This is an optimization exercise on Yosys and OpenROAD, whose aim is small area, not a production implementation. The RTL was checked by simulation tests, not by an equivalence proof against the original design. Power and IR drop assume default switching activity.

[flow/design.v]
module tm_sintab (
    input  wire [8:0]  j,
    output wire [14:0] s
);
    reg [14:0] base;
    reg [7:0] slope;
    reg [3:0] res;
    always @* begin
        case (j[8:3])
            6'd0: base = 15'd0;
            6'd1: base = 15'd1608;
            6'd2: base = 15'd3212;
            6'd3: base = 15'd4808;
            6'd4: base = 15'd6393;
            6'd5: base = 15'd7962;
            6'd6: base = 15'd9512;
            6'd7: base = 15'd11039;
            6'd8: base = 15'd12539;
            6'd9: base = 15'd14010;
            6'd10: base = 15'd15446;
            6'd11: base = 15'd16846;
            6'd12: base = 15'd18204;
            6'd13: base = 15'd19519;
            6'd14: base = 15'd20787;
            6'd15: base = 15'd22005;
            6'd16: base = 15'd23170;
            6'd17: base = 15'd24279;
            6'd18: base = 15'd25329;
            6'd19: base = 15'd26319;
            6'd20: base = 15'd27245;
            6'd21: base = 15'd28105;
            6'd22: base = 15'd28898;
            6'd23: base = 15'd29621;
            6'd24: base = 15'd30273;
            6'd25: base = 15'd30852;
            6'd26: base = 15'd31356;
            6'd27: base = 15'd31785;
            6'd28: base = 15'd32137;
            6'd29: base = 15'd32412;
            6'd30: base = 15'd32609;
            6'd31: base = 15'd32728;
            6'd32: base = 15'd32767;
            default: base = 15'd0;
        endcase
    end
    always @* begin
        case (j[8:3])
            6'd0: slope = 8'd201;
            6'd1: slope = 8'd200;
            6'd2: slope = 8'd199;
            6'd3: slope = 8'd198;
            6'd4: slope = 8'd196;
            6'd5: slope = 8'd193;
            6'd6: slope = 8'd190;
            6'd7: slope = 8'd187;
            6'd8: slope = 8'd183;
            6'd9: slope = 8'd179;
            6'd10: slope = 8'd175;
            6'd11: slope = 8'd169;
            6'd12: slope = 8'd164;
            6'd13: slope = 8'd158;
            6'd14: slope = 8'd152;
            6'd15: slope = 8'd145;
            6'd16: slope = 8'd138;
            6'd17: slope = 8'd131;
            6'd18: slope = 8'd123;
            6'd19: slope = 8'd115;
            6'd20: slope = 8'd107;
            6'd21: slope = 8'd99;
            6'd22: slope = 8'd90;
            6'd23: slope = 8'd81;
            6'd24: slope = 8'd72;
            6'd25: slope = 8'd63;
            6'd26: slope = 8'd53;
            6'd27: slope = 8'd44;
            6'd28: slope = 8'd34;
            6'd29: slope = 8'd24;
            6'd30: slope = 8'd14;
            6'd31: slope = 8'd4;
            6'd32: slope = 8'd0;
            default: slope = 8'd0;
        endcase
    end
    always @* begin
        case (j)
            9'd0: res = 4'd0;
            9'd1: res = 4'd0;
            9'd2: res = 4'd0;
            9'd3: res = 4'd0;
            9'd4: res = 4'd0;
            9'd5: res = 4'd0;
            9'd6: res = 4'd0;
            9'd7: res = 4'd0;
            9'd8: res = 4'd0;
            9'd9: res = 4'd1;
            9'd10: res = 4'd1;
            9'd11: res = 4'd2;
            9'd12: res = 4'd2;
            9'd13: res = 4'd3;
            9'd14: res = 4'd3;
            9'd15: res = 4'd4;
            9'd16: res = 4'd0;
            9'd17: res = 4'd1;
            9'd18: res = 4'd2;
            9'd19: res = 4'd2;
            9'd20: res = 4'd3;
            9'd21: res = 4'd3;
            9'd22: res = 4'd4;
            9'd23: res = 4'd4;
            9'd24: res = 4'd0;
            9'd25: res = 4'd1;
            9'd26: res = 4'd1;
            9'd27: res = 4'd2;
            9'd28: res = 4'd2;
            9'd29: res = 4'd2;
            9'd30: res = 4'd2;
            9'd31: res = 4'd1;
            9'd32: res = 4'd0;
            9'd33: res = 4'd1;
            9'd34: res = 4'd1;
            9'd35: res = 4'd2;
            9'd36: res = 4'd2;
            9'd37: res = 4'd2;
            9'd38: res = 4'd2;
            9'd39: res = 4'd2;
            9'd40: res = 4'd0;
            9'd41: res = 4'd2;
            9'd42: res = 4'd3;
            9'd43: res = 4'd4;
            9'd44: res = 4'd5;
            9'd45: res = 4'd6;
            9'd46: res = 4'd6;
            9'd47: res = 4'd6;
            9'd48: res = 4'd0;
            9'd49: res = 4'd2;
            9'd50: res = 4'd4;
            9'd51: res = 4'd5;
            9'd52: res = 4'd6;
            9'd53: res = 4'd7;
            9'd54: res = 4'd7;
            9'd55: res = 4'd7;
            9'd56: res = 4'd0;
            9'd57: res = 4'd2;
            9'd58: res = 4'd4;
            9'd59: res = 4'd5;
            9'd60: res = 4'd6;
            9'd61: res = 4'd6;
            9'd62: res = 4'd6;
            9'd63: res = 4'd5;
            9'd64: res = 4'd0;
            9'd65: res = 4'd3;
            9'd66: res = 4'd5;
            9'd67: res = 4'd6;
            9'd68: res = 4'd8;
            9'd69: res = 4'd8;
            9'd70: res = 4'd8;
            9'd71: res = 4'd8;
            9'd72: res = 4'd0;
            9'd73: res = 4'd2;
            9'd74: res = 4'd4;
            9'd75: res = 4'd6;
            9'd76: res = 4'd6;
            9'd77: res = 4'd7;
            9'd78: res = 4'd6;
            9'd79: res = 4'd6;
            9'd80: res = 4'd0;
            9'd81: res = 4'd2;
            9'd82: res = 4'd4;
            9'd83: res = 4'd5;
            9'd84: res = 4'd5;
            9'd85: res = 4'd4;
            9'd86: res = 4'd3;
            9'd87: res = 4'd2;
            9'd88: res = 4'd0;
            9'd89: res = 4'd3;
            9'd90: res = 4'd5;
            9'd91: res = 4'd7;
            9'd92: res = 4'd8;
            9'd93: res = 4'd9;
            9'd94: res = 4'd9;
            9'd95: res = 4'd8;
            9'd96: res = 4'd0;
            9'd97: res = 4'd3;
            9'd98: res = 4'd5;
            9'd99: res = 4'd7;
            9'd100: res = 4'd8;
            9'd101: res = 4'd8;
            9'd102: res = 4'd7;
            9'd103: res = 4'd5;
            9'd104: res = 4'd0;
            9'd105: res = 4'd3;
            9'd106: res = 4'd6;
            9'd107: res = 4'd7;
            9'd108: res = 4'd8;
            9'd109: res = 4'd8;
            9'd110: res = 4'd8;
            9'd111: res = 4'd6;
            9'd112: res = 4'd0;
            9'd113: res = 4'd3;
            9'd114: res = 4'd5;
            9'd115: res = 4'd7;
            9'd116: res = 4'd8;
            9'd117: res = 4'd7;
            9'd118: res = 4'd6;
            9'd119: res = 4'd5;
            9'd120: res = 4'd0;
            9'd121: res = 4'd4;
            9'd122: res = 4'd6;
            9'd123: res = 4'd8;
            9'd124: res = 4'd9;
            9'd125: res = 4'd9;
            9'd126: res = 4'd9;
            9'd127: res = 4'd7;
            9'd128: res = 4'd0;
            9'd129: res = 4'd3;
            9'd130: res = 4'd6;
            9'd131: res = 4'd8;
            9'd132: res = 4'd9;
            9'd133: res = 4'd10;
            9'd134: res = 4'd9;
            9'd135: res = 4'd7;
            9'd136: res = 4'd0;
            9'd137: res = 4'd3;
            9'd138: res = 4'd6;
            9'd139: res = 4'd8;
            9'd140: res = 4'd8;
            9'd141: res = 4'd8;
            9'd142: res = 4'd7;
            9'd143: res = 4'd5;
            9'd144: res = 4'd0;
            9'd145: res = 4'd4;
            9'd146: res = 4'd7;
            9'd147: res = 4'd10;
            9'd148: res = 4'd11;
            9'd149: res = 4'd11;
            9'd150: res = 4'd10;
            9'd151: res = 4'd8;
            9'd152: res = 4'd0;
            9'd153: res = 4'd4;
            9'd154: res = 4'd7;
            9'd155: res = 4'd10;
            9'd156: res = 4'd11;
            9'd157: res = 4'd11;
            9'd158: res = 4'd10;
            9'd159: res = 4'd9;
            9'd160: res = 4'd0;
            9'd161: res = 4'd4;
            9'd162: res = 4'd7;
            9'd163: res = 4'd9;
            9'd164: res = 4'd10;
            9'd165: res = 4'd10;
            9'd166: res = 4'd9;
            9'd167: res = 4'd7;
            9'd168: res = 4'd0;
            9'd169: res = 4'd4;
            9'd170: res = 4'd7;
            9'd171: res = 4'd9;
            9'd172: res = 4'd9;
            9'd173: res = 4'd9;
            9'd174: res = 4'd7;
            9'd175: res = 4'd5;
            9'd176: res = 4'd0;
            9'd177: res = 4'd4;
            9'd178: res = 4'd7;
            9'd179: res = 4'd9;
            9'd180: res = 4'd10;
            9'd181: res = 4'd10;
            9'd182: res = 4'd9;
            9'd183: res = 4'd6;
            9'd184: res = 4'd0;
            9'd185: res = 4'd4;
            9'd186: res = 4'd8;
            9'd187: res = 4'd10;
            9'd188: res = 4'd11;
            9'd189: res = 4'd11;
            9'd190: res = 4'd10;
            9'd191: res = 4'd7;
            9'd192: res = 4'd0;
            9'd193: res = 4'd4;
            9'd194: res = 4'd7;
            9'd195: res = 4'd9;
            9'd196: res = 4'd10;
            9'd197: res = 4'd10;
            9'd198: res = 4'd9;
            9'd199: res = 4'd6;
            9'd200: res = 4'd0;
            9'd201: res = 4'd4;
            9'd202: res = 4'd7;
            9'd203: res = 4'd9;
            9'd204: res = 4'd9;
            9'd205: res = 4'd9;
            9'd206: res = 4'd7;
            9'd207: res = 4'd4;
            9'd208: res = 4'd0;
            9'd209: res = 4'd5;
            9'd210: res = 4'd8;
            9'd211: res = 4'd11;
            9'd212: res = 4'd12;
            9'd213: res = 4'd12;
            9'd214: res = 4'd11;
            9'd215: res = 4'd9;
            9'd216: res = 4'd0;
            9'd217: res = 4'd4;
            9'd218: res = 4'd7;
            9'd219: res = 4'd9;
            9'd220: res = 4'd10;
            9'd221: res = 4'd9;
            9'd222: res = 4'd8;
            9'd223: res = 4'd5;
            9'd224: res = 4'd0;
            9'd225: res = 4'd5;
            9'd226: res = 4'd8;
            9'd227: res = 4'd11;
            9'd228: res = 4'd12;
            9'd229: res = 4'd11;
            9'd230: res = 4'd10;
            9'd231: res = 4'd7;
            9'd232: res = 4'd0;
            9'd233: res = 4'd5;
            9'd234: res = 4'd9;
            9'd235: res = 4'd11;
            9'd236: res = 4'd13;
            9'd237: res = 4'd13;
            9'd238: res = 4'd11;
            9'd239: res = 4'd9;
            9'd240: res = 4'd0;
            9'd241: res = 4'd5;
            9'd242: res = 4'd9;
            9'd243: res = 4'd12;
            9'd244: res = 4'd13;
            9'd245: res = 4'd13;
            9'd246: res = 4'd12;
            9'd247: res = 4'd10;
            9'd248: res = 4'd0;
            9'd249: res = 4'd5;
            9'd250: res = 4'd9;
            9'd251: res = 4'd12;
            9'd252: res = 4'd13;
            9'd253: res = 4'd13;
            9'd254: res = 4'd13;
            9'd255: res = 4'd10;
            9'd256: res = 4'd0;
            default: res = 4'd0;
        endcase
    end
    wire [14:0] y1 = {11'd0, res};
    wire [14:0] z1 = {7'd0, j[0] ? slope : 8'd0};
    wire [14:0] s1 = base ^ y1 ^ z1;
    wire [14:0] c1 = ((base & (y1 | z1)) | (y1 & z1)) << 1;
    wire [14:0] y2 = c1;
    wire [14:0] z2 = {6'd0, j[1] ? slope : 8'd0, 1'd0};
    wire [14:0] s2 = s1 ^ y2 ^ z2;
    wire [14:0] c2 = ((s1 & (y2 | z2)) | (y2 & z2)) << 1;
    wire [14:0] y3 = c2;
    wire [14:0] z3 = {5'd0, j[2] ? slope : 8'd0, 2'd0};
    wire [14:0] s3 = s2 ^ y3 ^ z3;
    wire [14:0] c3 = ((s2 & (y3 | z3)) | (y3 & z3)) << 1;
    tm_rca #(.W(15)) u_add (.a(s3), .b(c3), .ci(1'b0), .s(s), .co());
endmodule
module tm_sincos (
    input  wire [9:0]  n,
    output wire [14:0] mag,
    output wire        neg
);
    wire [8:0] m_neg;
    tm_rca #(.W(9)) u_neg (.a({1'b0, ~n[7:0]}), .b(9'h000), .ci(1'b1), .s(m_neg), .co());
    wire [8:0] j = n[8] ? m_neg : {1'b0, n[7:0]};
    tm_sintab u_tab (.j(j), .s(mag));
    assign neg = n[9];
endmodule
module tm_mon (
    input  wire        clk,
    input  wire        rst_n,             
    input  wire        smp_vld,           
    input  wire [11:0] code_u,            
    input  wire [11:0] code_v,
    input  wire [11:0] code_w,
    input  wire [15:0] theta,             
    input  wire [15:0] t_cmd,             
    input  wire [15:0] t_ce,              
    input  wire        active,            
    input  wire [47:0] iha_ofs,           
    input  wire [47:0] iha_gain,          
    input  wire [15:0] psi_pm,            
    input  wire [15:0] ld,                
    input  wire [15:0] lq,                
    input  wire [15:0] lq_k,              
    input  wire [3:0]  pole_pairs,
    input  wire [15:0] w_pct,             
    input  wire [15:0] w_abs,             
    input  wire [15:0] cnt_lim,           
    output reg         res_vld,
    output wire [15:0] t_tm,              
    output wire [15:0] i_d,               
    output wire [15:0] i_q,               
    output reg         exc_over,          
    output reg         dis_over,          
    output reg  [15:0] err_cnt,
    output reg         trip               
);
    reg [35:0] s_code;                     
    reg [9:0]  s_th;
    reg [15:0] s_tcmd, s_tce;
    reg        s_active;
    always @(posedge clk) begin
        if (smp_vld) begin
            s_th     <= theta[15:6];
            s_tcmd   <= t_cmd;
            s_tce    <= t_ce;
            s_active <= active;
        end
    end
    localparam [5:0] LAST = 6'd61;
    reg [5:0] cnt;                         
    wire [5:0] cnt_inc;
    tm_rca #(.W(6)) u_inc (.a(cnt), .b(6'd0), .ci(1'b1), .s(cnt_inc), .co());
    always @(posedge clk) begin
        if (!rst_n)
            cnt <= 6'd0;
        else if (smp_vld)
            cnt <= 6'd1;
        else if (cnt != 6'd0)
            cnt <= (cnt == LAST) ? 6'd0 : cnt_inc;
    end
    reg signed [24:0] acc;
    wire       [15:0] S = s_code[15:0];    
    reg        [15:0] R0, Rd, Rq;          
    reg               blw;                 
    reg               wsel;                
    reg               g_cy, g_c5;          
    reg        [1:0]  g_xp;                
    reg        [2:0]  g_d3;                
    assign t_tm = R0;
    assign i_d  = Rd;
    assign i_q  = Rq;
    localparam [4:0] M_G0 = 5'd0, M_G1 = 5'd1, M_G2 = 5'd2, M_CA2 = 5'd3, M_CA = 5'd4,
                     M_CB = 5'd5, M_TAB = 5'd6, M_LQK = 5'd7, M_LQ = 5'd8, M_LD = 5'd9,
                     M_ID4 = 5'd10, M_PSI = 5'd11, M_3P = 5'd12, M_IQ = 5'd13,
                     M_R0 = 5'd14, M_TCE = 5'd15, M_CMD = 5'd16,
                     M_WP = 5'd18, M_ERR = 5'd19, M_LIM = 5'd20, M_ONE = 5'd21,
                     M_WA = 5'd22;
    localparam [3:0] C_GEN = 4'd0, C_R0L = 4'd1, C_R0H = 4'd2, C_RDL = 4'd3, C_RDH = 4'd4,
                     C_RQL = 4'd5, C_RQH = 4'd6, C_SL = 4'd7, C_SH = 4'd8, C_ONE = 4'd9,
                     C_FF = 4'd10, C_ZERO = 4'd11, C_F0 = 4'd12, C_F1 = 4'd13, C_F2 = 4'd14;
    localparam [1:0] B_0 = 2'd0, B_LW = 2'd1, B_WIRE = 2'd2;
    reg [4:0] msel;
    wire [4:0] msel_w = wsel ? M_WP : M_WA;
    reg [3:0] csel;
    reg [1:0] bsel;
    reg       clr, shift, kill;
    reg       neg_c;                       
    reg       use_tab, tab_cos, neg_iq;    
    reg [1:0] gk, gj;                      
    reg       gen;
    always @* begin
        msel = M_ONE; csel = C_ZERO; bsel = B_0;
        clr = 1'b0; shift = 1'b0; kill = 1'b0;
        neg_c = 1'b0; use_tab = 1'b0; tab_cos = 1'b0; neg_iq = 1'b0;
        gk = 2'd0; gj = 2'd0; gen = 1'b0;
        case (cnt)
            6'd1, 6'd2, 6'd3, 6'd4, 6'd5, 6'd6, 6'd7, 6'd8, 6'd9: begin
                gen = 1'b1;
                gk = (cnt <= 6'd3) ? 2'd0 : (cnt <= 6'd6) ? 2'd1 : 2'd2;
                gj = (cnt == 6'd1 || cnt == 6'd4 || cnt == 6'd7) ? 2'd0 :
                     (cnt == 6'd2 || cnt == 6'd5 || cnt == 6'd8) ? 2'd1 : 2'd2;
                msel = (gk == 2'd0) ? M_G0 : (gk == 2'd1) ? M_G1 : M_G2;
                csel = C_GEN;
                bsel = (gj == 2'd0) ? B_0 : B_LW;
                clr  = (gj == 2'd0);
                shift = (gj != 2'd2);
            end
            6'd10: begin msel = M_CA2; csel = C_R0L; clr = 1'b1; end
            6'd11: begin msel = M_CA;  csel = C_RDL; neg_c = 1'b1; end
            6'd12: begin msel = M_CA;  csel = C_RQL; neg_c = 1'b1; shift = 1'b1; end
            6'd13: begin msel = M_CA2; csel = C_R0H; bsel = B_WIRE; end
            6'd14: begin msel = M_CA;  csel = C_RDH; bsel = B_WIRE; neg_c = 1'b1; end
            6'd15: begin msel = M_CA;  csel = C_RQH; bsel = B_WIRE; neg_c = 1'b1; shift = 1'b1; end
            6'd16: begin msel = M_CB; csel = C_RDL; clr = 1'b1; end
            6'd17: begin msel = M_CB; csel = C_RQL; neg_c = 1'b1; shift = 1'b1; end
            6'd18: begin msel = M_CB; csel = C_RDH; bsel = B_WIRE; end
            6'd19: begin msel = M_CB; csel = C_RQH; bsel = B_WIRE; neg_c = 1'b1; shift = 1'b1; end
            6'd20: begin msel = M_TAB; use_tab = 1'b1; neg_c = 1'b1; csel = C_R0L; clr = 1'b1; end
            6'd21: begin msel = M_TAB; use_tab = 1'b1; tab_cos = 1'b1; csel = C_RDL; shift = 1'b1; end
            6'd22: begin msel = M_TAB; use_tab = 1'b1; neg_c = 1'b1; csel = C_R0H; bsel = B_WIRE; end
            6'd23: begin msel = M_TAB; use_tab = 1'b1; tab_cos = 1'b1; csel = C_RDH; bsel = B_WIRE; shift = 1'b1; end
            6'd24: begin msel = M_TAB; use_tab = 1'b1; tab_cos = 1'b1; csel = C_R0L; clr = 1'b1; end
            6'd25: begin msel = M_TAB; use_tab = 1'b1; csel = C_RDL; shift = 1'b1; end
            6'd26: begin msel = M_TAB; use_tab = 1'b1; tab_cos = 1'b1; csel = C_R0H; bsel = B_WIRE; end
            6'd27: begin msel = M_TAB; use_tab = 1'b1; csel = C_RDH; bsel = B_WIRE; shift = 1'b1; end
            6'd28: begin msel = M_LQK; neg_iq = 1'b1; csel = C_RQL; clr = 1'b1; shift = 1'b1; end
            6'd29: begin msel = M_LQK; neg_iq = 1'b1; csel = C_RQH; bsel = B_WIRE; shift = 1'b1; end
            6'd30: begin msel = M_LQ; csel = C_SL; clr = 1'b1; shift = 1'b1; end
            6'd31: begin msel = M_LQ; csel = C_SL; bsel = B_LW; shift = 1'b1; end
            6'd32: begin msel = M_LQ; csel = C_R0L; bsel = B_LW; shift = 1'b1; end
            6'd33: begin msel = M_LQ; csel = C_FF; bsel = B_LW; end
            6'd34: begin msel = M_LD; csel = C_ONE; clr = (R0[15:8] != 8'd0); shift = 1'b1; end
            6'd35: begin msel = M_ID4; csel = C_F0; clr = 1'b1; shift = 1'b1; end
            6'd36: begin msel = M_ID4; csel = C_F1; bsel = B_LW; shift = 1'b1; end
            6'd37: begin msel = M_ID4; csel = C_F2; bsel = B_LW; end
            6'd38: begin msel = M_PSI; csel = C_ONE; shift = 1'b1; end
            6'd39: begin msel = M_3P; csel = C_SH; clr = 1'b1; shift = 1'b1; end
            6'd40: begin msel = M_3P; csel = C_R0L; bsel = B_LW; shift = 1'b1; end
            6'd41: begin msel = M_3P; csel = C_R0H; bsel = B_LW; end
            6'd42: begin msel = M_IQ; csel = C_SL; clr = 1'b1; shift = 1'b1; end
            6'd43: begin msel = M_IQ; csel = C_SL; bsel = B_LW; shift = 1'b1; end
            6'd44: begin msel = M_IQ; csel = C_R0L; bsel = B_LW; shift = 1'b1; end
            6'd45: begin msel = M_IQ; csel = C_R0H; bsel = B_LW; end
            6'd46: begin msel = M_WA; csel = C_ONE; clr = 1'b1; end           
            6'd47: begin msel = M_WP; csel = C_ONE; neg_c = 1'b1; end         
            6'd48: begin msel = M_R0; csel = C_ONE; clr = 1'b1; end           
            6'd49: begin msel = msel_w; csel = C_ONE;                        
                         neg_c = s_tcmd[15]; kill = s_tcmd[15]; end
            6'd50: begin msel = M_R0; csel = C_ONE; clr = 1'b1; end           
            6'd51: begin msel = M_CMD; csel = C_ONE; neg_c = 1'b1; end        
            6'd52: begin msel = msel_w; csel = C_ONE;                        
                         neg_c = ~s_tcmd[15]; kill = ~s_tcmd[15]; end
            6'd53, 6'd56: begin msel = M_R0; csel = C_ONE; clr = 1'b1; end   
            6'd54, 6'd57: begin msel = M_TCE; csel = C_ONE; neg_c = 1'b1; end  
            6'd55: begin msel = msel_w; csel = C_ONE; neg_c = 1'b1; kill = 1'b1; end
            6'd58: begin msel = msel_w; csel = C_ONE; end
            6'd59: begin msel = M_ONE; csel = s_active ? C_ONE : C_ZERO; clr = 1'b1;
                         neg_c = ~(exc_over | dis_over); end
            6'd60: begin msel = M_ERR; csel = s_active ? C_ONE : C_ZERO; end
            6'd61: begin msel = M_LIM; csel = C_ONE; neg_c = 1'b1; end
            default: ;
        endcase
    end
    wire [14:0] tab;
    wire        tab_neg;
    tm_sincos u_sc (.n(s_th + (tab_cos ? 10'd256 : 10'd0)), .mag(tab), .neg(tab_neg));
    wire neg = neg_c ^ (use_tab & tab_neg) ^ (neg_iq & Rq[15]);
    wire [11:0] g_code = (gk == 2'd0) ? s_code[11:0] : (gk == 2'd1) ? s_code[23:12] : s_code[35:24];
    wire [15:0] g_ofs  = (gk == 2'd0) ? iha_ofs[15:0] : (gk == 2'd1) ? iha_ofs[31:16] : iha_ofs[47:32];
    wire [23:0] g_cx   = {{13{~g_code[11]}}, g_code[10:0]};
    wire [23:0] g_of   = {{8{g_ofs[15]}}, g_ofs};
    wire [7:0]  g_cxc  = (gj == 2'd0) ? g_cx[7:0] : (gj == 2'd1) ? g_cx[15:8] : g_cx[23:16];
    wire [7:0]  g_ofc  = (gj == 2'd0) ? g_of[7:0] : (gj == 2'd1) ? g_of[15:8] : g_of[23:16];
    wire        g_first = (gj == 2'd0);
    wire [8:0]  g_xs, g_5s;
    wire [7:0]  g_x    = g_xs[7:0];
    wire [7:0]  g_x4   = {g_x[5:0], g_first ? 2'b00 : g_xp};
    tm_rca #(.W(8)) u_gx (.a(g_cxc), .b(~g_ofc), .ci(g_first | g_cy), .s(g_xs[7:0]), .co(g_xs[8]));
    tm_rca #(.W(8)) u_g5 (.a(g_x), .b(g_x4), .ci(~g_first & g_c5), .s(g_5s[7:0]), .co(g_5s[8]));
    always @(posedge clk) begin
        if (gen) begin
            g_cy <= g_xs[8];
            g_c5 <= g_5s[8];
            g_xp <= g_x[7:6];
            g_d3 <= g_5s[7:5];
        end
    end
    wire [5:0] p3;                         
    tm_rca #(.W(6)) u_p3 (.a({1'b0, pole_pairs, 1'b0}), .b({2'b00, pole_pairs}), .ci(1'b0), .s(p3), .co());
    reg signed [16:0] M;
    always @* begin
        case (msel)
            M_G0:  M = {1'b0, iha_gain[15:0]};
            M_G1:  M = {1'b0, iha_gain[31:16]};
            M_G2:  M = {1'b0, iha_gain[47:32]};
            M_CA2: M = 17'sd43690;
            M_CA:  M = 17'sd21845;
            M_CB:  M = 17'sd37837;
            M_TAB: M = {1'b0, tab, 1'b0};
            M_LQK: M = {1'b0, lq_k};
            M_LQ:  M = {1'b0, lq};
            M_LD:  M = {1'b0, ld};
            M_ID4: M = {Rd[15], Rd};
            M_PSI: M = {1'b0, psi_pm};
            M_3P:  M = {11'd0, p3};
            M_IQ:  M = {Rq[15], Rq};
            M_R0:  M = {R0[15], R0};
            M_TCE: M = {s_tce[15], s_tce};
            M_CMD: M = {s_tcmd[15], s_tcmd};
            M_WP:  M = {1'b0, w_pct};
            M_WA:  M = {1'b0, w_abs};
            M_ERR: M = {1'b0, err_cnt};
            M_LIM: M = {1'b0, cnt_lim};
            default: M = 17'sd1;
        endcase
    end
    reg [7:0] ch;
    reg       ch_wire;                     
    always @* begin
        ch_wire = 1'b0;
        case (csel)
            C_GEN:  ch = {g_5s[4:0], g_first ? 3'b000 : g_d3};
            C_R0L:  ch = R0[7:0];
            C_R0H:  begin ch = R0[15:8]; ch_wire = R0[7]; end
            C_RDL:  ch = Rd[7:0];
            C_RDH:  begin ch = Rd[15:8]; ch_wire = Rd[7]; end
            C_RQL:  ch = Rq[7:0];
            C_RQH:  begin ch = Rq[15:8]; ch_wire = Rq[7]; end
            C_SL:   ch = S[7:0];
            C_SH:   ch = S[15:8];
            C_ONE:  ch = 8'h01;
            C_FF:   ch = 8'hFF;
            C_F0:   ch = {S[11:8], 4'b0000};       
            C_F1:   ch = {R0[3:0], S[7:4]};        
            C_F2:   ch = R0[11:4];                 
            default: ch = 8'h00;
        endcase
    end
    wire bl = (bsel == B_LW) ? blw : (bsel == B_WIRE) ? ch_wire : 1'b0;
    wire [8:0]  bb = {ch, bl};
    wire [17:0] rw [0:3];
    wire [3:0]  rs;
    genvar gi;
    generate
        for (gi = 0; gi < 4; gi = gi + 1) begin : g_row
            wire one = bb[2*gi+1] ^ bb[2*gi];
            wire two = (bb[2*gi+2] & ~bb[2*gi+1] & ~bb[2*gi]) | (~bb[2*gi+2] & bb[2*gi+1] & bb[2*gi]);
            wire [17:0] pp = ({18{one}} & {M[16], M}) | ({18{two}} & {M, 1'b0});
            assign rs[gi] = (bb[2*gi+2] ^ neg) & (one | two);
            assign rw[gi] = (pp ^ {18{rs[gi]}}) ^ 18'h20000;
        end
    endgenerate
    wire [25:0] sum;
    tm_macsum u_sum (.a((clr ? 25'd0 : acc) ^ 25'h1000000), .r0(rw[0]), .r1(rw[1]), .r2(rw[2]),
                     .r3(rw[3]), .rs({rs[3:1], rs[0] & ~kill}), .sum(sum));
    wire [15:0] sat_acc = (acc[24:15] == {10{acc[24]}}) ? acc[15:0]
                                                         : (acc[24] ? 16'h8000 : 16'h7FFF);
    wire [15:0] sat_tq  = (acc[24:8] == {17{acc[24]}}) ? {acc[8:0], S[15:9]}
                                                         : (acc[24] ? 16'h8000 : 16'h7FFF);
    wire busy = (cnt != 6'd0);
    wire sgn  = sum[25];
    always @(posedge clk) begin
        acc <= shift ? {{7{sum[25]}}, sum[25:8]} : sum[24:0];
        if (smp_vld)
            s_code <= {code_w, code_v, code_u};
        else if (shift && !gen)
            s_code[15:0] <= {sum[7:0], S[15:8]};
        blw <= ch[7];
        if (cnt == 6'd4 || cnt == 6'd16 || cnt == 6'd30 || cnt == 6'd35 ||
            cnt == 6'd39 || cnt == 6'd42)
            R0 <= sat_acc;
        if (cnt == 6'd46)
            R0 <= sat_tq;
        if (cnt == 6'd7 || cnt == 6'd20 || cnt == 6'd28)
            Rd <= sat_acc;
        if (cnt == 6'd10 || cnt == 6'd24)
            Rq <= sat_acc;
        if (cnt == 6'd47)
            wsel <= sgn;
        if (cnt == 6'd49)
            exc_over <= s_tcmd[15] ? ~sgn : sgn;
        if (cnt == 6'd52)
            exc_over <= exc_over | (s_tcmd[15] ? sgn : ~sgn);
        if (cnt == 6'd55)
            dis_over <= ~sgn;
        if (cnt == 6'd58)
            dis_over <= dis_over | sgn;
    end
    always @(posedge clk) begin
        if (!rst_n) begin
            res_vld <= 1'b0;
            err_cnt <= 16'd0;
            trip    <= 1'b0;
        end else begin
            res_vld <= (cnt == LAST);
            if (cnt == LAST) begin
                if (!s_active)
                    err_cnt <= 16'd0;
                else if (!(acc[16] | acc[24]))
                    err_cnt <= acc[15:0];
                if (s_active && !sgn)
                    trip <= 1'b1;
            end
        end
    end
endmodule
module tm_rca #(parameter W = 8) (
    input  wire [W-1:0] a,
    input  wire [W-1:0] b,
    input  wire         ci,
    output wire [W-1:0] s,
    output wire         co
);
    wire [W:0] c;
    assign c[0] = ci;
    genvar i;
    generate
        for (i = 0; i < W; i = i + 1) begin : g_bit
            assign s[i]   = a[i] ^ b[i] ^ c[i];
            assign c[i+1] = (a[i] & (b[i] | c[i])) | (b[i] & c[i]);
        end
    endgenerate
    assign co = c[W];
endmodule
module tm_macsum (
    input  wire [24:0] a,
    input  wire [17:0] r0,
    input  wire [17:0] r1,
    input  wire [17:0] r2,
    input  wire [17:0] r3,
    input  wire [3:0]  rs,
    output wire [25:0] sum
);
    wire t1 = a[4] ^ r0[4];
    wire t2 = a[4] & r0[4];
    wire t3 = a[5] ^ r0[5];
    wire t4 = a[5] & r0[5];
    wire t5 = a[6] ^ r0[6] ^ r1[4];
    wire t6 = (a[6] & (r0[6] | r1[4])) | (r0[6] & r1[4]);
    wire t7 = r2[2] ^ r3[0];
    wire t8 = r2[2] & r3[0];
    wire t9 = a[7] ^ r0[7] ^ r1[5];
    wire t10 = (a[7] & (r0[7] | r1[5])) | (r0[7] & r1[5]);
    wire t11 = r2[3] ^ r3[1];
    wire t12 = r2[3] & r3[1];
    wire t13 = a[8] ^ r0[8] ^ r1[6];
    wire t14 = (a[8] & (r0[8] | r1[6])) | (r0[8] & r1[6]);
    wire t15 = r2[4] ^ r3[2];
    wire t16 = r2[4] & r3[2];
    wire t17 = a[9] ^ r0[9] ^ r1[7];
    wire t18 = (a[9] & (r0[9] | r1[7])) | (r0[9] & r1[7]);
    wire t19 = r2[5] ^ r3[3];
    wire t20 = r2[5] & r3[3];
    wire t21 = a[10] ^ r0[10] ^ r1[8];
    wire t22 = (a[10] & (r0[10] | r1[8])) | (r0[10] & r1[8]);
    wire t23 = r2[6] ^ r3[4];
    wire t24 = r2[6] & r3[4];
    wire t25 = a[11] ^ r0[11] ^ r1[9];
    wire t26 = (a[11] & (r0[11] | r1[9])) | (r0[11] & r1[9]);
    wire t27 = r2[7] ^ r3[5];
    wire t28 = r2[7] & r3[5];
    wire t29 = a[12] ^ r0[12] ^ r1[10];
    wire t30 = (a[12] & (r0[12] | r1[10])) | (r0[12] & r1[10]);
    wire t31 = r2[8] ^ r3[6];
    wire t32 = r2[8] & r3[6];
    wire t33 = a[13] ^ r0[13] ^ r1[11];
    wire t34 = (a[13] & (r0[13] | r1[11])) | (r0[13] & r1[11]);
    wire t35 = r2[9] ^ r3[7];
    wire t36 = r2[9] & r3[7];
    wire t37 = a[14] ^ r0[14] ^ r1[12];
    wire t38 = (a[14] & (r0[14] | r1[12])) | (r0[14] & r1[12]);
    wire t39 = r2[10] ^ r3[8];
    wire t40 = r2[10] & r3[8];
    wire t41 = a[15] ^ r0[15] ^ r1[13];
    wire t42 = (a[15] & (r0[15] | r1[13])) | (r0[15] & r1[13]);
    wire t43 = r2[11] ^ r3[9];
    wire t44 = r2[11] & r3[9];
    wire t45 = a[16] ^ r0[16] ^ r1[14];
    wire t46 = (a[16] & (r0[16] | r1[14])) | (r0[16] & r1[14]);
    wire t47 = r2[12] ^ r3[10];
    wire t48 = r2[12] & r3[10];
    wire t49 = a[17] ^ r0[17] ^ r1[15];
    wire t50 = (a[17] & (r0[17] | r1[15])) | (r0[17] & r1[15]);
    wire t51 = r2[13] ^ r3[11] ^ 1'b1;
    wire t52 = (r2[13] & (r3[11] | 1'b1)) | (r3[11] & 1'b1);
    wire t53 = a[18] ^ r1[16] ^ r2[14];
    wire t54 = (a[18] & (r1[16] | r2[14])) | (r1[16] & r2[14]);
    wire t55 = r3[12] ^ 1'b1;
    wire t56 = r3[12] & 1'b1;
    wire t57 = a[19] ^ r1[17] ^ r2[15];
    wire t58 = (a[19] & (r1[17] | r2[15])) | (r1[17] & r2[15]);
    wire t59 = a[20] ^ r2[16];
    wire t60 = a[20] & r2[16];
    wire t61 = a[2] ^ r0[2];
    wire t62 = a[2] & r0[2];
    wire t63 = a[3] ^ r0[3];
    wire t64 = a[3] & r0[3];
    wire t65 = r1[2] ^ r2[0] ^ rs[2];
    wire t66 = (r1[2] & (r2[0] | rs[2])) | (r2[0] & rs[2]);
    wire t67 = r1[3] ^ r2[1] ^ t3;
    wire t68 = (r1[3] & (r2[1] | t3)) | (r2[1] & t3);
    wire t69 = rs[3] ^ t5 ^ t7;
    wire t70 = (rs[3] & (t5 | t7)) | (t5 & t7);
    wire t71 = t9 ^ t11 ^ t6;
    wire t72 = (t9 & (t11 | t6)) | (t11 & t6);
    wire t73 = t13 ^ t15 ^ t10;
    wire t74 = (t13 & (t15 | t10)) | (t15 & t10);
    wire t75 = t17 ^ t19 ^ t14;
    wire t76 = (t17 & (t19 | t14)) | (t19 & t14);
    wire t77 = t21 ^ t23 ^ t18;
    wire t78 = (t21 & (t23 | t18)) | (t23 & t18);
    wire t79 = t25 ^ t27 ^ t22;
    wire t80 = (t25 & (t27 | t22)) | (t27 & t22);
    wire t81 = t29 ^ t31 ^ t26;
    wire t82 = (t29 & (t31 | t26)) | (t31 & t26);
    wire t83 = t33 ^ t35 ^ t30;
    wire t84 = (t33 & (t35 | t30)) | (t35 & t30);
    wire t85 = t37 ^ t39 ^ t34;
    wire t86 = (t37 & (t39 | t34)) | (t39 & t34);
    wire t87 = t41 ^ t43 ^ t38;
    wire t88 = (t41 & (t43 | t38)) | (t43 & t38);
    wire t89 = t45 ^ t47 ^ t42;
    wire t90 = (t45 & (t47 | t42)) | (t47 & t42);
    wire t91 = t49 ^ t51 ^ t46;
    wire t92 = (t49 & (t51 | t46)) | (t51 & t46);
    wire t93 = t53 ^ t55 ^ t50;
    wire t94 = (t53 & (t55 | t50)) | (t55 & t50);
    wire t95 = r3[13] ^ t57 ^ t54;
    wire t96 = (r3[13] & (t57 | t54)) | (t57 & t54);
    wire t97 = r3[14] ^ 1'b1 ^ t59;
    wire t98 = (r3[14] & (1'b1 | t59)) | (1'b1 & t59);
    wire t99 = a[21] ^ r2[17] ^ r3[15];
    wire t100 = (a[21] & (r2[17] | r3[15])) | (r2[17] & r3[15]);
    wire t101 = a[22] ^ r3[16];
    wire t102 = a[22] & r3[16];
    wire t103 = a[0] ^ r0[0];
    wire t104 = a[0] & r0[0];
    wire t105 = a[1] ^ r0[1];
    wire t106 = a[1] & r0[1];
    wire t107 = r1[0] ^ rs[1] ^ t61;
    wire t108 = (r1[0] & (rs[1] | t61)) | (rs[1] & t61);
    wire t109 = r1[1] ^ t63 ^ t62;
    wire t110 = (r1[1] & (t63 | t62)) | (t63 & t62);
    wire t111 = t1 ^ t65 ^ t64;
    wire t112 = (t1 & (t65 | t64)) | (t65 & t64);
    wire t113 = t2 ^ t67 ^ t66;
    wire t114 = (t2 & (t67 | t66)) | (t67 & t66);
    wire t115 = t4 ^ t69 ^ t68;
    wire t116 = (t4 & (t69 | t68)) | (t69 & t68);
    wire t117 = t8 ^ t71 ^ t70;
    wire t118 = (t8 & (t71 | t70)) | (t71 & t70);
    wire t119 = t12 ^ t73 ^ t72;
    wire t120 = (t12 & (t73 | t72)) | (t73 & t72);
    wire t121 = t16 ^ t75 ^ t74;
    wire t122 = (t16 & (t75 | t74)) | (t75 & t74);
    wire t123 = t20 ^ t77 ^ t76;
    wire t124 = (t20 & (t77 | t76)) | (t77 & t76);
    wire t125 = t24 ^ t79 ^ t78;
    wire t126 = (t24 & (t79 | t78)) | (t79 & t78);
    wire t127 = t28 ^ t81 ^ t80;
    wire t128 = (t28 & (t81 | t80)) | (t81 & t80);
    wire t129 = t32 ^ t83 ^ t82;
    wire t130 = (t32 & (t83 | t82)) | (t83 & t82);
    wire t131 = t36 ^ t85 ^ t84;
    wire t132 = (t36 & (t85 | t84)) | (t85 & t84);
    wire t133 = t40 ^ t87 ^ t86;
    wire t134 = (t40 & (t87 | t86)) | (t87 & t86);
    wire t135 = t44 ^ t89 ^ t88;
    wire t136 = (t44 & (t89 | t88)) | (t89 & t88);
    wire t137 = t48 ^ t91 ^ t90;
    wire t138 = (t48 & (t91 | t90)) | (t91 & t90);
    wire t139 = t52 ^ t93 ^ t92;
    wire t140 = (t52 & (t93 | t92)) | (t93 & t92);
    wire t141 = t56 ^ t95 ^ t94;
    wire t142 = (t56 & (t95 | t94)) | (t95 & t94);
    wire t143 = t58 ^ t97 ^ t96;
    wire t144 = (t58 & (t97 | t96)) | (t97 & t96);
    wire t145 = t60 ^ t99 ^ t98;
    wire t146 = (t60 & (t99 | t98)) | (t99 & t98);
    wire t147 = 1'b1 ^ t101 ^ t100;
    wire t148 = (1'b1 & (t101 | t100)) | (t101 & t100);
    wire t149 = a[23] ^ r3[17] ^ t102;
    wire t150 = (a[23] & (r3[17] | t102)) | (r3[17] & t102);
    wire t151 = rs[0] ^ t103;
    wire t152 = rs[0] & t103;
    wire t153 = t105 ^ t104 ^ t152;
    wire t154 = (t105 & (t104 | t152)) | (t104 & t152);
    wire t155 = t107 ^ t106 ^ t154;
    wire t156 = (t107 & (t106 | t154)) | (t106 & t154);
    wire t157 = t109 ^ t108 ^ t156;
    wire t158 = (t109 & (t108 | t156)) | (t108 & t156);
    wire t159 = t111 ^ t110 ^ t158;
    wire t160 = (t111 & (t110 | t158)) | (t110 & t158);
    wire t161 = t113 ^ t112 ^ t160;
    wire t162 = (t113 & (t112 | t160)) | (t112 & t160);
    wire t163 = t115 ^ t114 ^ t162;
    wire t164 = (t115 & (t114 | t162)) | (t114 & t162);
    wire t165 = t117 ^ t116 ^ t164;
    wire t166 = (t117 & (t116 | t164)) | (t116 & t164);
    wire t167 = t119 ^ t118 ^ t166;
    wire t168 = (t119 & (t118 | t166)) | (t118 & t166);
    wire t169 = t121 ^ t120 ^ t168;
    wire t170 = (t121 & (t120 | t168)) | (t120 & t168);
    wire t171 = t123 ^ t122 ^ t170;
    wire t172 = (t123 & (t122 | t170)) | (t122 & t170);
    wire t173 = t125 ^ t124 ^ t172;
    wire t174 = (t125 & (t124 | t172)) | (t124 & t172);
    wire t175 = t127 ^ t126 ^ t174;
    wire t176 = (t127 & (t126 | t174)) | (t126 & t174);
    wire t177 = t129 ^ t128 ^ t176;
    wire t178 = (t129 & (t128 | t176)) | (t128 & t176);
    wire t179 = t131 ^ t130 ^ t178;
    wire t180 = (t131 & (t130 | t178)) | (t130 & t178);
    wire t181 = t133 ^ t132 ^ t180;
    wire t182 = (t133 & (t132 | t180)) | (t132 & t180);
    wire t183 = t135 ^ t134 ^ t182;
    wire t184 = (t135 & (t134 | t182)) | (t134 & t182);
    wire t185 = t137 ^ t136 ^ t184;
    wire t186 = (t137 & (t136 | t184)) | (t136 & t184);
    wire t187 = t139 ^ t138 ^ t186;
    wire t188 = (t139 & (t138 | t186)) | (t138 & t186);
    wire t189 = t141 ^ t140 ^ t188;
    wire t190 = (t141 & (t140 | t188)) | (t140 & t188);
    wire t191 = t143 ^ t142 ^ t190;
    wire t192 = (t143 & (t142 | t190)) | (t142 & t190);
    wire t193 = t145 ^ t144 ^ t192;
    wire t194 = (t145 & (t144 | t192)) | (t144 & t192);
    wire t195 = t147 ^ t146 ^ t194;
    wire t196 = (t147 & (t146 | t194)) | (t146 & t194);
    wire t197 = t149 ^ t148 ^ t196;
    wire t198 = (t149 & (t148 | t196)) | (t148 & t196);
    wire t199 = a[24] ^ t150 ^ t198;
    wire t200 = (a[24] & (t150 | t198)) | (t150 & t198);
    wire t201 = 1'b1 ^ t200;
    wire t202 = 1'b1 & t200;
    assign sum = {t201, t199, t197, t195, t193, t191, t189, t187, t185, t183, t181, t179, t177, t175, t173, t171, t169, t167, t165, t163, t161, t159, t157, t155, t153, t151};
endmodule
[flow/flow/run.sh]
#!/bin/bash
set -euo pipefail
export BUFFER_PORTS_ARGS="-buffer_cell sky130_fd_sc_hd__buf_1"
export CTS_ARGS="-sink_clustering_enable -repair_clock_nets -buf_list sky130_fd_sc_hd__clkbuf_16 -dont_use_dummy_load"
bash standard.sh > standard_flow.log 2>&1
[flow/standard.sh]
#!/bin/bash
# synth_recipe.tcl (not shown) runs the flow's synth.tcl, then flattens the netlist and writes it again
# the make line also repeats each setting of config.mk as NAME=value (left out here)
make -C /OpenROAD-flow-scripts/flow DESIGN_CONFIG=/design/flow/config.mk WORK_HOME=/design/flow/orfs CLKGATE_MAP_FILE= SYNTH_SCRIPT=/design/flow/synth_recipe.tcl "${@:-finish}"
[flow/config.mk]
export PLATFORM = sky130hd
export DESIGN_NAME = tm_mon
export DESIGN_NICKNAME = tm_mon
export VERILOG_FILES = /design/flow/design.v
export SDC_FILE = /design/flow/constraint.sdc
export NUM_CORES = 4
export LEC_CHECK = 0
export CAP_MARGIN = 0
export CORE_MARGIN = 2
export CORE_UTILIZATION = 40
export SLEW_MARGIN = 0
export SYNTH_MEMORY_MAX_BITS = 32768
[flow/constraint.sdc]
create_clock -name core_clock -period 25.0 [get_ports {clk}]
set_input_delay 5.0000 -clock core_clock [delete_from_list [all_inputs] [get_ports {clk}]]
set_output_delay 5.0000 -clock core_clock [all_outputs]
set_load 0.01 [all_outputs]
==> run notes, run 1 <==
post-synth top area cell = edfxtp_1
Post-synth EDFFs = 137
Core Util, Final = 0.4545
die width = 229.3 um
Synth top area share = 0.2025
Critical Path AT = 21.21 ns
Max FO, Critical Path = 14
Nets = 3124
post-placement cell area = 22370 um^2
Routability Congestion = 1.036
Initial Util = 0.4049
setup TNS = 0 ns
PD cells = 169.9 nW/um^2
relative slew slack = 0.1572
first-pass GRT wire length = 136600 um
VDD IR max = 189.1 uV
die area = 52600 um^2
CTS tree = built
most frequent CP cell = fa_1
Layout Area Growth over Synthesis = 12.26%
Critical R2R Launch = s_th[0]
Reg2Reg Setup Slack = 5.00 ns
Layout fillers = 5028
CTS Buf Count = 17
design area = 22800 um^2
Total Power = 3.875 mW
FMAX = 47.94 MHz
Register Area = 5115 um^2
Worst Tran Pin Value = 1.264 ns
Top Family by Delay on Critical Path = adder cells
Ys Warns = 2
clock tree buffer depth = 2
sequential-to-total area share from yosys stat = 0.2518
Crit-path slowest cell = o211ai_1
H-tree depth = 4
CTS Hold Bufs = 0
DIE HEIGHT = 229.3 um
post-place setup slack = 3.731 ns
WP depth = 46
Post-synth ARST share = 0
Startpoint Class = input pin
gr ovfl total = 0
final cell count without fillers = 3304
syn_nets = 2861
area of the core = 50170 um^2
drt drc = 0
Mean Syn Cell Area = 8.574 um^2
#FFs+latches synth = 187
Top-Level Pins = 368
Post-Syn Area = 20310 um^2
layout cells sized above 1 = 0.07376
fin crit share = 0.8343
Finish-stage setup viols = 0
critical path buffer and inverter count = 4
count leader, synth = nand2_1
reg2reg path depth = 58
Clock Latency Late Sink = 0.50 ns
Cells after DPL = 3285
CP Class = input pin to flop
CP Capture Point = acc[21]
largest net degree at the start of global routing = 58
GRT Overall Usage = 0.3529
post-synthesis cell count = 2369
Sinks on Clock Net = 187
final wirelength = 94590 um
MaxCap Viol Count = 0
clk slew on worst S/H paths = 0.07 ns
minimum hold slack = 0.4908 ns
Crit path largest cell delay = 0.61 ns
WL per Instance = 28.63 um
post-route ant nets = 0
Max Transition Viols Final = 0
Post-CTS Setup Inserts = 0
start point of the critical path = iha_ofs[31]
Port Buf Inserts = 361
worst setup margin = 4.142 ns
Synth Flop Type = edfxtp_1
Root Buffer = clkbuf_16
synth unique cells = 95
multi-input logic area = 13850 um^2
Via-to-Cell Ratio = 6.482
WP data required = 25.35 ns
clk_skew = 0.02712 ns
worst min path class = flop to flop
RSZ-0062 raised after global routing = no
synth top area cells = edfxtp_1 20%, fa_1 12%, dfxtp_1 4.9%, ha_1 4.4%, nand2_1 4.2%
Reg2Reg Capture Point = acc[21]
minimum clock period = 20.86 ns
DRT iter0 DRCs = 3411
vias after detailed routing = 21420
leak pwr = 8.362 nW
Post-DP HPWL = 73470 um
Rows = 82
status = timing/DRC/antenna clean
initial antenna violation count = 7
Final Hold Viols = 0
crit end category = flop
total iterations of the first detailed-routing run = 6
vias in the first global route = 20110
synth cell count leaders = 226 x nand2_1, 161 x a21oi_1, 161 x inv_1
Post-CTS Resized = 0
[cell usage in the layout (no fill, tap or decap), types with 24 or more instances in the layout]
cell and n:
mux2i_1 67, a22oi_1 90, buf_1 360, a221oi_1 27, o21ai_0 133, mux2_2 39, nor2_1 132, ha_1 72
and2_1 37, xnor2_1 41, a211oi_1 30, buf_4 79, nand2_1 226, inv_1 161, o211ai_1 29, a21oi_1 159
nand3_1 89, nand4_1 25, a31oi_1 28, o22ai_1 24, edfxtp_1 137, dfxtp_1 50, nor3_1 37, fa_1 120
[state kept, by name, summed over array words and instances, names as in the netlist, 10 cells and up]
| name | cells |
|---|---|
| acc | 25 |
| R0 | 16 |
| s_tcmd | 16 |
| Rq | 16 |
| err_cnt | 16 |
| s_tce | 16 |
| s_th | 10 |
| s_code | 36 |
| Rd | 16 |
[worst reg2reg max path, delay by kind of cell (launching register included)]
kind | cells | cell delay, ns
flip-flops | 1 | 0.34
buffers and inverters | 12 | 2.14
adder cells (fa/ha/maj) | 33 | 14.03
AO/OA/AOI/OAI | 7 | 1.30
AND/OR/NAND/NOR | 5 | 1.87
XOR/XNOR | 1 | 0.15
[worst min path at each step]
stage | to | cells past startpoint | start
floorplan | err_cnt[1] | 2 | acc[1]
detailed placement | trip | 2 | trip
finish | err_cnt[3] | 2 | err_cnt[3]
CTS | err_cnt[3] | 2 | err_cnt[3]
global route | err_cnt[6] | 2 | err_cnt[6]
global placement | err_cnt[3] | 2 | err_cnt[3]
[cell type report]
type | instances | share of cell area
multi-input combinational | 1821 | 0.6072
tap | 672 | 0.03687
inverter | 165 | 0.02716
sequential | 187 | 0.2243
timing repair buffer | 440 | 0.08560
antenna | 2 | 0.0002195
clock buffer | 17 | 0.01866
[per-layer routing]
metal / global-route usage / part of all wire
met5: 0 / 0.00069
met4: 0.1715 / 0.052
met3: 0.07196 / 0.10
met2: 0.5320 / 0.44
met1: 0.4822 / 0.40
[kinds of logic (layout without fill, tap and decap cells)]
kind of cell | after synthesis | count (layout) | synth area share
AOI/OAI and AO/OA | 759 | 759 | 0.2575
and+or+nand+nor | 697 | 697 | 0.1695
buffers and inverters | 361 | 622 | 0.07324
adders and majority gates | 192 | 192 | 0.1626
DFF | 187 | 187 | 0.2518
muxes | 107 | 107 | 0.05575
xor gates and xnor gates | 66 | 66 | 0.02951
other | 0 | 2 | 0
[report_power, final]
| group | internal, mW | switching (mW) |
|---|---|---|
| Combinational | 1.24 | 1.89 |
| Sequential | 0.456 | 0.0580 |
| Clock | 0.118 | 0.122 |
| Total | 1.81 | 2.07 |
==> inputs of run 2 (changes only) <==
--- a/flow/config.mk
+++ b/flow/config.mk
@@ -6,7 +6,7 @@
 export NUM_CORES = 4
 export LEC_CHECK = 0
-export CAP_MARGIN = 0
+export CAP_MARGIN = 20
 export CORE_MARGIN = 2
 export CORE_UTILIZATION = 40
-export SLEW_MARGIN = 0
+export SLEW_MARGIN = 20
 export SYNTH_MEMORY_MAX_BITS = 32768
==> run 2 against run 1 <==
  * Still clean on timing, DRC and antenna
  * First-iteration DRC count down 1.1%
  * Clock skew up 0.0055 ns
  * Critical path depth unchanged
  * Clock-buffer cell count unchanged
  * Clock power about the same
  * Register-to-register slack worse by 0.13 ns
  * Sequential power about the same
  * Final cell count about the same
  * Fmax down 0.35%
  * Global-route usage down 0.14 points
  * Area after synthesis unchanged
  * Die area unchanged
==> run notes, run 2 <==
WP data required = 25.35 ns (about the same)
clock tree buffer depth = 2 (unchanged)
Top-Level Pins = 368 (unchanged)
Post-synth ARST share = 0 (unchanged)
post-placement cell area = 22380 um^2 (about the same)
Layout Area Growth over Synthesis = 12.39%
clk slew on worst S/H paths = 0.07 ns (about the same)
Final Hold Viols = 0 (unchanged)
PD cells = 170.6 nW/um^2 (+0.40%)
multi-input logic area = 13870 um^2 (+0.16%)
total iterations of the first detailed-routing run = 8 (+2)
Post-Syn Area = 20310 um^2 (unchanged)
Crit-path slowest cell = o211ai_1
Layout fillers = 5007 (-0.42%)
Sinks on Clock Net = 187 (unchanged)
Max Transition Viols Final = 0 (unchanged)
area of the core = 50170 um^2 (unchanged)
CP Class = input pin to flop
Synth top area share = 0.2025 (unchanged)
crit end category = flop
source of the worst hold timing path = trip
synth unique cells = 95 (unchanged)
initial antenna violation count = 6 (-1)
Ys Warns = 2 (unchanged)
vias after detailed routing = 21450 (+0.14%)
Root Buffer = clkbuf_16
synth cell count leaders = 226 x nand2_1, 161 x a21oi_1, 161 x inv_1
FMAX = 47.78 MHz (-0.35%)
final wirelength = 94330 um (-0.27%)
GRT Overall Usage = 0.3515 (-0.001376)
most frequent CP cell = fa_1
Post-CTS Resized = 0 (unchanged)
largest net degree at the start of global routing = 58 (unchanged)
design area = 22830 um^2 (+0.11%)
die width = 229.3 um (unchanged)
RSZ-0062 raised after global routing = no
MaxCap Viol Count = 0 (unchanged)
post-route ant nets = 0 (unchanged)
sequential-to-total area share from yosys stat = 0.2518 (unchanged)
WL per Instance = 28.54 um (-0.30%)
reg2reg path depth = 58 (unchanged)
Initial Util = 0.4049 (unchanged)
leak pwr = 8.363 nW (about the same)
layout cells sized above 1 = 0.07567 (+0.001901)
Finish-stage setup viols = 0 (unchanged)
commonest non-fill, non-tap cell in the layout = buf_1
largest registers = s_code: 36 flops, acc: 25 flops
Post-CTS Setup Inserts = 0 (unchanged)
first-pass GRT wire length = 136100 um (-0.37%)
Critical Path AT = 21.28 ns (+0.07 ns)
Post-DP HPWL = 73410 um (about the same)
drt drc = 0 (unchanged)
Clock Latency Late Sink = 0.50 ns (about the same)
Crit path largest cell delay = 0.60 ns (about the same)
fin crit share = 0.8372 (+0.002925)
count leader, synth = nand2_1
status = timing/DRC/antenna clean
Mean Syn Cell Area = 8.574 um^2 (unchanged)
max FFs per register = 36 (unchanged)
Post-synth EDFFs = 137 (unchanged)
gr ovfl total = 0 (unchanged)
worst min path class = flop to flop
clk_skew = 0.03261 ns (+0.005492 ns)
Metal-1 WL = 37800 um (-0.92%)
VDD IR max = 191.4 uV (+1.2%)
Reg with most FFs = s_code
post-synth top area cell = edfxtp_1
CTS Hold Bufs = 0 (unchanged)
DRT iter0 DRCs = 3372 (-1.1%)
#FFs+latches synth = 187 (unchanged)
hold depth = 2 (unchanged)
Startpoint Class = input pin
DIE HEIGHT = 229.3 um (unchanged)
Via-to-Cell Ratio = 6.489 (+0.11%)
Routability Congestion = 1.036 (unchanged)
relative slew slack = 0.2704 (+0.1132)
Synth Flop Type = edfxtp_1
Worst Tran Pin Value = 1.084 ns (-0.1798 ns)
synth top area cells = edfxtp_1 20%, fa_1 12%, dfxtp_1 4.9%, ha_1 4.4%, nand2_1 4.2%
vias in the first global route = 20050 (-0.33%)
Critical R2R Launch = s_th[0]
Max FO, Critical Path = 14 (unchanged)
H-tree depth = 4 (unchanged)
highest routed metal layer = met5
syn_nets = 2861 (unchanged)
Rows = 82 (unchanged)
post-synthesis cell count = 2369 (unchanged)
commonest cells after routing, fill and taps aside = 360 x buf_1, 226 x nand2_1, 161 x inv_1
setup TNS = 0 ns (unchanged)
met3 wire length = 10140 um (+4.3%)
CTS tree = built
die area = 52600 um^2 (unchanged)
CTS Buf Count = 17 (unchanged)
start point of the critical path = iha_ofs[47]
minimum clock period = 20.93 ns (+0.07313 ns)
metal2 WL = 41890 um (+0.29%)
Register Area = 5115 um^2 (unchanged)
Port Buf Inserts = 361 (unchanged)
Nets = 3124 (unchanged)
-- run 2: per-stage QoR --
| step | hold slack, ns | worst slack [ns] | total power, mW | util | instances |
|---|---|---|---|---|---|
| 3_3_place_gp | 0.4720 | 3.823 | 3.542 | 0.4459 | 3285 |
| 3_5_place_dp | 0.4791 | 3.749 | 3.563 | 0.4460 | 3285 |
| 5_1_grt | 0.5323 | 3.478 | 4.165 | 0.4549 | 3303 |
| 6_report | 0.4971 | 4.069 | 3.895 | 0.4550 | 3305 |
| 2_1_floorplan | 0.4765 | 5.458 | 2.389 | - | 2369 |
| 4_1_cts | 0.4982 | 4.207 | 3.838 | 0.4545 | 3302 |
-- run 2: final timing paths --
check | end | slack (ns)
setup / recovery | acc[24] | 4.07
hold / removal | trip | 0.50
setup reg to reg | acc[24] | 4.87
hold reg to reg | trip | 0.50
-- run 2: layout make-up --
cell class | instances | area share
tap | 672 | 0.03683
timing repair buffer | 440 | 0.08550
inverter | 165 | 0.02713
multi-input combinational | 1821 | 0.6075
sequential | 187 | 0.2241
clock buffer | 17 | 0.01864
antenna | 3 | 0.0003289
-- run 2: kinds of logic (layout without fill, tap and decap cells) --
family | count (synthesis) | count (layout) | share of synthesized area
compound gates | 759 | 759 | 0.2575
buf+inv | 361 | 622 | 0.07324
simple gates | 697 | 697 | 0.1695
xor+xnor | 66 | 66 | 0.02951
mux | 107 | 107 | 0.05575
other cells | 0 | 3 | 0
flops | 187 | 187 | 0.2518
fa+ha+maj | 192 | 192 | 0.1626
-- run 2: routing by layer --
layer  global-route usage  up-vias
met5                    0        -
met4               0.1540       10
met3              0.07470      236
met2               0.5427     1411
met1               0.4743    10460
li1                     -     9327
-- run 2: worst max-delay path: cells and delay by family --
family                   cells  cell delay, ns
adder cells (fa/ha/maj)     28           12.84
AO/OA/AOI/OAI                7            1.59
AND/OR/NAND/NOR              5            0.84
multiplexers                 2            0.60
buffers and inverters        4            0.40
-- run 2: power breakdown --
group          total (mW)  internal [mW]  leakage [nW]  switching, mW
registers           0.515          0.456          1.71         0.0588
logic                3.14           1.24          6.44           1.90
clock network       0.239          0.118         0.210          0.121
total                3.90           1.81          8.36           2.08
==> inputs of run 3 (changes only) <==
--- a/flow/design.v
+++ b/flow/design.v
@@ -610,7 +610,9 @@
             wire one = bb[2*gi+1] ^ bb[2*gi];
             wire two = (bb[2*gi+2] & ~bb[2*gi+1] & ~bb[2*gi]) | (~bb[2*gi+2] & bb[2*gi+1] & bb[2*gi]);
-            wire [17:0] pp = ({18{one}} & {M[16], M}) | ({18{two}} & {M, 1'b0});
-            assign rs[gi] = (bb[2*gi+2] ^ neg) & (one | two);
-            assign rw[gi] = (pp ^ {18{rs[gi]}}) ^ 18'h20000;
+            wire sg  = bb[2*gi+2] ^ neg;   
+            wire [17:0] mx = {M[16], M} ^ {18{sg}};
+            wire [17:0] pp = ({18{one}} & mx) | ({18{two}} & {mx[16:0], sg});
+            assign rs[gi] = sg & (one | two);
+            assign rw[gi] = pp ^ 18'h20000;
         end
     endgenerate
--- a/flow/config.mk
+++ b/flow/config.mk
@@ -8,5 +8,5 @@
 export CAP_MARGIN = 20
 export CORE_MARGIN = 2
-export CORE_UTILIZATION = 40
+export CORE_UTILIZATION = 65
 export SLEW_MARGIN = 20
 export SYNTH_MEMORY_MAX_BITS = 32768
==> run 3 against run 2 <==
  * Flip-flop and latch count unchanged
  * Utilization increased by 27 points
  * Die area decreased by 38%
  * Largest cell class unchanged
==> run notes, run 3 <==
Sinks on Clock Net = 187 (unchanged)
worst min path class = flop to flop
initial antenna violation count = 5 (-1)
MaxCap Viol Count = 0 (unchanged)
Ys Warns = 2 (unchanged)
commonest cells after routing, fill and taps aside = 360 x buf_1, 271 x nand2_1, 159 x a21oi_1
clk_skew = 0.02780 ns (-0.004809 ns)
Post-Syn Area = 20370 um^2 (+0.26%)
DIE HEIGHT = 181.0 um (-21%)
Crit path largest cell delay = 0.81 ns (+0.21 ns)
crit end category = flop
synth cell count leaders = 271 x nand2_1, 160 x a21oi_1, 151 x nor2_1
max FFs per register = 36 (unchanged)
synth unique cells = 107 (+13%)
Rows = 64 (-22%)
#FFs+latches synth = 187 (unchanged)
Layout Area Growth over Synthesis = 9.799%
Register Area = 5115 um^2 (unchanged)
Top-Level Pins = 368 (unchanged)
Critical Path AT = 21.62 ns (+0.34 ns)
Layout fillers = 2400 (-52%)
layout cells sized above 1 = 0.07118 (-0.004484)
VDD IR max = 222.5 uV (+16%)
Max FO, Critical Path = 32 (+18)
Reg2Reg Setup Slack = 3.69 ns (-1.18 ns)
gr ovfl total = 0 (unchanged)
Post-synth EDFFs = 137 (unchanged)
Synth top area share = 0.2020 (-0.0005351)
WL per Instance = 30.17 um (+5.7%)
reg2reg path depth = 56 (-3.4%)
DRT iter0 DRCs = 4725 (+40%)
PD cells = 100.0 nW/um^2 (-41%)
setup TNS = 0 ns (unchanged)
clock tree buffer depth = 2 (unchanged)
Post-DP HPWL = 68080 um (-7.3%)
count leader, synth = nand2_1
Core Util, Final = 0.7272 (+0.2722)
Routability Congestion = 1.165 (+12%)
GRT Overall Usage = 0.5415 (+0.1900)
Synth Flop Type = edfxtp_1
Final Hold Viols = 0 (unchanged)
status = timing/DRC/antenna clean
WP data required = 25.32 ns (-0.03 ns)
sequential-to-total area share from yosys stat = 0.2512 (-0.0006652)
Nets = 3095 (-0.93%)
Total Power = 2.237 mW (-43%)
CP Capture Point = acc[21]
CP Class = flop to flop
Critical R2R Launch = cnt[1]
Startpoint Class = flop
Mean Syn Cell Area = 8.703 um^2 (+1.5%)
post-synthesis cell count = 2340 (-1.2%)
Via-to-Cell Ratio = 7.557 (+16%)
total iterations of the first detailed-routing run = 13 (+5)
synth top area cells = edfxtp_1 20%, fa_1 12%, nand2_1 5.0%, dfxtp_1 4.9%, ha_1 4.4%
vias in the first global route = 21170 (+5.6%)
die width = 181.0 um (-21%)
Port Buf Inserts = 361 (unchanged)
post-synth top area cell = edfxtp_1
CTS tree = built
clk slew on worst S/H paths = 0.06 ns (about the same)
largest registers = s_code: 36 flops, acc: 25 flops
CTS Buf Count = 17 (unchanged)
post-placement cell area = 21920 um^2 (-2.1%)
Reg2Reg Capture Point = acc[21]
Post-CTS Resized = 0 (unchanged)
H-tree depth = 4 (unchanged)
fin crit share = 0.8522 (+0.01498)
die area = 32760 um^2 (-38%)
post-route ant nets = 0 (unchanged)
final wirelength = 90440 um (-4.1%)
FMAX = 46.94 MHz (-1.8%)
multi-input logic area = 13960 um^2 (+0.69%)
Finish-stage setup viols = 0 (unchanged)
Root Buffer = clkbuf_16
Initial Util = 0.6623 (+0.2575)
CTS Hold Bufs = 0 (unchanged)
area of the core = 30750 um^2 (-39%)
relative slew slack = 0.1807 (-0.08976)
largest net degree at the start of global routing = 53 (-8.6%)
syn_nets = 2834 (-0.94%)
Reg with most FFs = s_code
minimum clock period = 21.31 ns (+0.3744 ns)
design area = 22360 um^2 (-2.0%)
Worst Tran Pin Value = 1.222 ns (+0.1373 ns)
Post-CTS Setup Inserts = 0 (unchanged)
start point of the critical path = cnt[1]
commonest non-fill, non-tap cell in the layout = buf_1
Crit-path slowest cell = ha_1
Max Transition Viols Final = 0 (unchanged)
drt drc = 0 (unchanged)
RSZ-0062 raised after global routing = no
leak pwr = 8.228 nW (-1.6%)
first-pass GRT wire length = 132000 um (-3.0%)
Post-synth ARST share = 0 (unchanged)
Clock Latency Late Sink = 0.47 ns (-0.03 ns)
vias after detailed routing = 22660 (+5.6%)
most frequent CP cell = fa_1
[run 3: cell types whose count changed after synthesis, moves of 22 or more]
cell,previous run,this run
o21ai_0,135,96
o22ai_1,24,72
clkbuf_1,126,100
a22oi_1,90,54
inv_1,161,139
nand2_1,226,271
[run 3: worst min path at each step]
stage,start,end,depth (start not counted)
floorplan,acc[7],err_cnt[7],2
global placement,err_cnt[10],err_cnt[10],2
detailed placement,err_cnt[10],err_cnt[10],2
CTS,err_cnt[8],err_cnt[8],2
global route,err_cnt[8],err_cnt[8],2
finish,err_cnt[8],err_cnt[8],2
[run 3: cell families (layout without fill, tap and decap cells)]
family                     after synthesis  count (layout)  synth area share
DFF                                    187             187            0.2512
other                                    0               3                 0
AOI/OAI and AO/OA                      733             733            0.2514
muxes                                   77              77           0.03981
and+or+nand+nor                        739             739            0.1806
adders and majority gates              194             194            0.1642
buffers and inverters                  324             583           0.06764
xor gates and xnor gates                86              86           0.04528
[run 3: metrics by stage]
stage                     setup slack, ns  cells  hold WS [ns]
after global routing                3.148   2995        0.5221
after detailed placement            3.644   2978        0.4840
final                               3.695   2998        0.5040
after CTS                           4.023   2995        0.4975
after floorplan                     5.393   2340        0.4732
after global placement              3.872   2978        0.4769
[run 3: where the power goes]
part / total, mW / leakage [nW] / internal, mW / switching (mW)
logic: 1.51 / 6.30 / 0.588 / 0.921
registers: 0.491 / 1.71 / 0.419 / 0.0725
clock network: 0.236 / 0.210 / 0.118 / 0.118
[run 3: final cells by class]
cell class | instances | area share
clock buffer | 17 | 0.01902
timing repair buffer | 421 | 0.08091
multi-input combinational | 1829 | 0.6245
sequential | 187 | 0.2287
inverter | 145 | 0.02434
tap | 396 | 0.02216
antenna | 3 | 0.0003357
[run 3: worst max-delay path: cells and delay by family, from the launching register on]
family          cells  cell delay, ns
compound gates      8            1.73
xor+xnor            1            0.40
fa+ha+maj          31           14.59
buf+inv            10            2.11
flops               1            0.36
simple gates        6            1.91
[run 3: per-layer routing]
metal	track usage	share of wire	wire, um	vias up
li1	-	-	-	9182
met1	0.6557	0.32	29340	10430
met2	0.7825	0.40	36580	2401
met3	0.2147	0.17	15470	633
met4	0.3919	0.098	8854	8
met5	0.02074	0.0020	179	-

[static timing again, ports no longer ideal]
Ports are ideal in the flow. The routed layouts listed here were re-timed in OpenROAD. Step 1 assumes that a clkbuf_16 drives the clock port and a buf_2 every other input. Step 2 moves the port delays by t, midway between the first and last clock arrival at a register: inputs arrive t later, outputs are due t later. That takes back most of the time a late clock gives input paths. Slacks: ideal / step 1 / step 2; pairs: ideal / step 1.
run | t (ns) | setup slack, ns | worst hold slack (ns) | worst register clock-pin slew, ns
run 1 | 0.544 | 4.142 / 4.179 / 3.634 | 0.491 / 0.491 / 0.491 | 0.08 / 0.08
run 2 | 0.546 | 4.069 / 4.109 / 3.562 | 0.497 / 0.497 / 0.497 | 0.08 / 0.08
run 3 | 0.514 | 3.695 / 3.695 / 3.313 | 0.504 / 0.504 / 0.504 | 0.08 / 0.08
After both steps setup and hold are still met in every run listed. For run 1, which loses most, drivers alone change the setup slack by +0.037 ns; drivers and shift together by -0.508 ns.
